From an optimization exercise on the open Yosys and OpenROAD flow, aimed at small area, a short achievable clock period and few clock cycles per item; shortcuts taken in it are not production practice. Function was checked by simulation only, so behaviour that the tests miss may differ from the original.

Setup of nickel:
==> flow/design.v (excerpt) <==
module loop_slot_unit (
    input  wire        clk,
    input  wire        rst,
    input  wire        in_valid,
    output wire        in_ready,
    input  wire [2:0]  typ,
    input  wire [3:0]  fmt,
    input  wire        lim_src,
    input  wire [7:0]  signs,
    input  wire        hold,
    input  wire        start,
    input  wire [31:0] a,
    input  wire [31:0] b,
    input  wire [31:0] c,
    input  wire [31:0] d,
    input  wire [31:0] p0,
    input  wire [31:0] p1,
    input  wire [31:0] p2,
    input  wire [31:0] p3,
    input  wire [31:0] p4,
    input  wire [31:0] p5,
    input  wire [15:0] p6,
    input  wire [31:0] st_out,
    input  wire [31:0] st_i,
    input  wire [7:0]  gov_gap,
    input  wire [7:0]  gov_win,
    output reg         out_valid,
    output reg  [31:0] out,
    output reg  [31:0] aux,
    output reg  [5:0]  flags
);
Size in the first run: roughly 9,000 cells after synthesis, ~510 I/O pins, about 85,000 sq um of cells after synthesis.
Settings: LEC_CHECK=0, CAP_MARGIN=20, CELL_PAD_IN_SITES_DETAIL_PLACEMENT=2, CELL_PAD_IN_SITES_GLOBAL_PLACEMENT=2, CORE_MARGIN=2, CORE_UTILIZATION=25, CTS_CLUSTER_DIAMETER=120, CTS_CLUSTER_SIZE=24, SLEW_MARGIN=20, SYNTH_HIERARCHICAL=1, SYNTH_MINIMUM_KEEP_SIZE=0; clock period 44.0 ns.
standard.sh (not shown) runs the stock make flow with config.mk's settings and CLKGATE_MAP_FILE= SYNTH_SCRIPT=/design/flow/synth_recipe.tcl, a recipe that flattens the netlist after the stock synthesis.
==> flow/flow/run.sh <==
#!/bin/bash
set -euo pipefail
bash standard.sh SETUP_SLACK_MARGIN=34.5 SKIP_GATE_CLONING=1 MATCH_CELL_FOOTPRINT=0 finish > standard.log 2>&1
nickel has completed all stages; timing, DRC and antenna checks passed.
Testbench counts of nickel, summed over its fixed seeds: cycles 37,310, items 32,000.
Input changes introduced in maple (baseline for comparison: nickel):
- removing CTS_CLUSTER_SIZE (formerly 24)
- removing CTS_CLUSTER_DIAMETER (formerly 120)
==> flow/flow/run.sh <==
#!/bin/bash
# The standard layout (the standard.sh: standard synthesis, floorplan, placement,
# CTS, routing) with these changes to how it is made; the constraints
# (constraint.sdc) are the design's:
# - every port still gets a buffer, but the smallest one (buf_1) to start with;
# - ORFS's timing repair is asked to keep 34.5 ns of setup slack at the design's
#   44 ns clock, so that it sizes and buffers every path longer than 9.5 ns
#   (including those port buffers), with gate cloning off and sizing free to
#   change a cell's footprint.
# make's full output goes to standard.log here; ORFS keeps each step's log under orfs/logs.
set -euo pipefail
bash standard.sh SETUP_SLACK_MARGIN=34.5 SKIP_GATE_CLONING=1 MATCH_CELL_FOOTPRINT=0 \
    "BUFFER_PORTS_ARGS=-buffer_cell sky130_fd_sc_hd__buf_1" finish > standard.log 2>&1
==> run notes <==
- Clock skew, nickel and maple, higher one = nickel.
- The clock latency of the later-clocked register in the worst-skew pair number comes out higher for maple vs nickel.
- maple vs. nickel: global-route wire length before repair went up.
- As of maple, first-iteration DRC count had risen by a few percent compared to nickel.
- For maple, the endpoint of the worst setup timing path was out[7], unlike nickel, where it was out[24].
- Between nickel and maple, final-layout fill cell count is higher for maple, nickel comes in under that.
- Taking nickel as the reference point, the global-route met2 utilization of maple rises by 0.17 points.
Edits applied to the flow inputs when going from maple to cedar:
==> flow/flow/run.sh <==
#!/bin/bash
set -euo pipefail
bash standard.sh SETUP_SLACK_MARGIN=34.5 SKIP_GATE_CLONING=1 MATCH_CELL_FOOTPRINT=0 finish > standard.log 2>&1
==> comparison <==
cedar ends up with a number of gates resized after cts that is 52 higher than in maple.
Summary of cedar over maple: final non-filler cell total roughly the same; total length of routed wires roughly the same.
First-pass detailed-route iteration total ends up lower on maple.
met1 layer wirelength in the final routing went down slightly going from maple to cedar.
For maple, the startpoint of the worst setup timing path was out[7]$_DFF_P_, unlike cedar, where it was out[24]$_DFF_P_.
cedar and maple ended up with nearly the same maximum clock frequency.
Side by side, area overhead of the layout relative to synthesis turned out higher in cedar than in maple.
Compared with maple, cedar shows non-clock buffer count higher by 15.
--- input diff cedar..juniper ---
- putting CTS_CLUSTER_DIAMETER at 120 where nothing was set
- putting CTS_CLUSTER_SIZE at 24 where nothing was set
==> flow/flow/run.sh <==
#!/bin/bash
# The standard layout (the standard.sh: standard synthesis, floorplan, placement,
# CTS, routing) with these changes to how it is made; the constraints
# (constraint.sdc) are the design's:
# - every port still gets a buffer, but the smallest one (buf_1) to start with;
# - ORFS's timing repair is asked to keep 34.5 ns of setup slack at the design's
#   44 ns clock, so that it sizes and buffers every path longer than 9.5 ns
#   (including those port buffers), with gate cloning off and sizing free to
#   change a cell's footprint.
# make's full output goes to standard.log here; ORFS keeps each step's log under orfs/logs.
set -euo pipefail
bash standard.sh SETUP_SLACK_MARGIN=34.5 SKIP_GATE_CLONING=1 MATCH_CELL_FOOTPRINT=0 \
    "BUFFER_PORTS_ARGS=-buffer_cell sky130_fd_sc_hd__buf_1" finish > standard.log 2>&1
Notes after the runs:
[compare] base=cedar new=juniper: final critical-path share of the clock period barely changed; utilization moved down. Setup slack: juniper vs cedar up 0.041 ns. On met1 wire length, juniper tracks cedar almost exactly. As far as synthesized cell count goes, juniper and cedar are indistinguishable; the numbers are identical.

---

Setup of wip/amber:
loop_slot_unit, a different RTL version from the one above (not shown whole).
Size in the first run: ~8800 cells after synthesis, ~510 I/O pins.
==> flow/config.mk <==
export PLATFORM = sky130hd
export DESIGN_NAME = loop_slot_unit
export DESIGN_NICKNAME = loop_slot_unit
export VERILOG_FILES = /design/flow/design.v
export SDC_FILE = /design/flow/constraint.sdc
export NUM_CORES = 4
export LEC_CHECK = 0
export CAP_MARGIN = 10
export CELL_PAD_IN_SITES_DETAIL_PLACEMENT = 2
export CELL_PAD_IN_SITES_GLOBAL_PLACEMENT = 2
export CORE_MARGIN = 2
export CORE_UTILIZATION = 25
export CTS_CLUSTER_DIAMETER = 120
export CTS_CLUSTER_SIZE = 24
export SLEW_MARGIN = 10
export SYNTH_HIERARCHICAL = 1
export SYNTH_MINIMUM_KEEP_SIZE = 0
==> flow/constraint.sdc <==
create_clock -name core_clock -period 44.0 [get_ports {clk}]
set_input_delay 8.8000 -clock core_clock [delete_from_list [all_inputs] [get_ports {clk}]]
set_output_delay 8.8000 -clock core_clock [all_outputs]
set_load 0.01 [all_outputs]
==> flow/flow/run.sh <==
#!/bin/bash
# The standard layout (the standard.sh: standard synthesis, floorplan, placement,
# CTS, routing) with these changes to how it is made; the constraints
# (constraint.sdc) are the design's:
# - the buffers ABC put in the synthesized netlist are removed at floorplan, and the
#   placement's repair buffers the nets again as it needs;
# - every port still gets a buffer, but the smallest one (buf_1) to start with;
# - ORFS's timing repair is asked to keep 34.5 ns of setup slack at the design's
#   44 ns clock, so that it sizes and buffers every path longer than 9.5 ns
#   (including those port buffers), with gate cloning off and sizing free to
#   change a cell's footprint.
# make's full output goes to standard.log here; ORFS keeps each step's log under orfs/logs.
set -euo pipefail
bash standard.sh SETUP_SLACK_MARGIN=34.5 SKIP_GATE_CLONING=1 MATCH_CELL_FOOTPRINT=0 \
    REMOVE_ABC_BUFFERS=1 "BUFFER_PORTS_ARGS=-buffer_cell sky130_fd_sc_hd__buf_1" finish > standard.log 2>&1
Testbench counts of wip/amber, summed over its fixed seeds: cycles 37,310, items 32,000.
Inputs modified between wip/amber and wip/maple:
--- a/flow/flow/run.sh
+++ b/flow/flow/run.sh
@@ -5,2 +4,0 @@
-# - the buffers ABC put in the synthesized netlist are removed at floorplan, and the
-#   placement's repair buffers the nets again as it needs;
@@ -15 +13 @@
-    REMOVE_ABC_BUFFERS=1 "BUFFER_PORTS_ARGS=-buffer_cell sky130_fd_sc_hd__buf_1" finish > standard.log 2>&1
+    "BUFFER_PORTS_ARGS=-buffer_cell sky130_fd_sc_hd__buf_1" finish > standard.log 2>&1
wip/maple: full flow OK, the timing, DRC and antenna checks passed. Number of clock buffers inserted by TritonCTS: wip/maple and wip/amber compared, higher one is wip/amber. Status: global-route usage parity (wip/maple, wip/amber). Per the comparison of wip/maple with wip/amber, routed wire length neither gained nor lost much; post-layout instance count excluding filler cells saw little to no change; final area went down by about 0.44%. Higher least setup slack across all paths after layout goes to wip/maple over wip/amber.
Changes in wip/yarrow relative to wip/maple:
Settings: CTS_CLUSTER_DIAMETER now 100, was 120; CTS_CLUSTER_SIZE now 30, was 24.
[summary]
wip/yarrow against wip/maple: met1 capacity usage during global routing saw little to no change, register fraction of the total cell area saw little to no change, routed length on met1 saw little to no change, cell area after layout saw an increase.

## afterwards: timing with drivers on the ports
The results above use ideal ports. As a check the final layouts listed here were re-extracted and re-timed, cells and wires unchanged.
Step 1 (the two cells are an assumption about what drives the block):
set clk [get_ports {clk}]
set_driving_cell -lib_cell sky130_fd_sc_hd__clkbuf_16 $clk
set_driving_cell -lib_cell sky130_fd_sc_hd__buf_2 [delete_from_list [all_inputs] $clk]
Step 2 adds t to the input delays and takes it off the output delays; t is the mean of the earliest and latest rising clock arrival at the registers after step 1. Input paths then give back, and output paths get back, about the clock's delay inside the block.
a / b / c = no drivers / after step 1 / after step 2; a / b = the first two.
run	shift t [ns]	setup slack, ns	hold WS [ns]	clock arrival spread, ns
nickel	0.905	33.856 / 33.750 / 33.172	0.335 / 0.335 / 0.335	0.103 / 0.103
maple	0.982	33.832 / 33.718 / 33.316	0.317 / 0.317 / 0.317	0.083 / 0.083
cedar	0.977	33.805 / 33.698 / 33.087	0.329 / 0.329 / 0.329	0.100 / 0.099
juniper	0.909	33.846 / 33.731 / 33.345	0.334 / 0.334 / 0.334	0.055 / 0.055
wip/amber	0.934	33.862 / 33.749 / 33.998	0.334 / 0.334 / 0.334	0.080 / 0.081
wip/maple	0.874	33.914 / 33.818 / 34.002	0.349 / 0.349 / 0.349	0.076 / 0.076
wip/yarrow	0.891	33.907 / 33.806 / 33.996	0.306 / 0.306 / 0.306	0.089 / 0.089
After both steps every run listed still meets setup and hold. For cedar, which loses most, drivers alone change the setup slack by -0.107 ns; drivers and shift together by -0.718 ns.
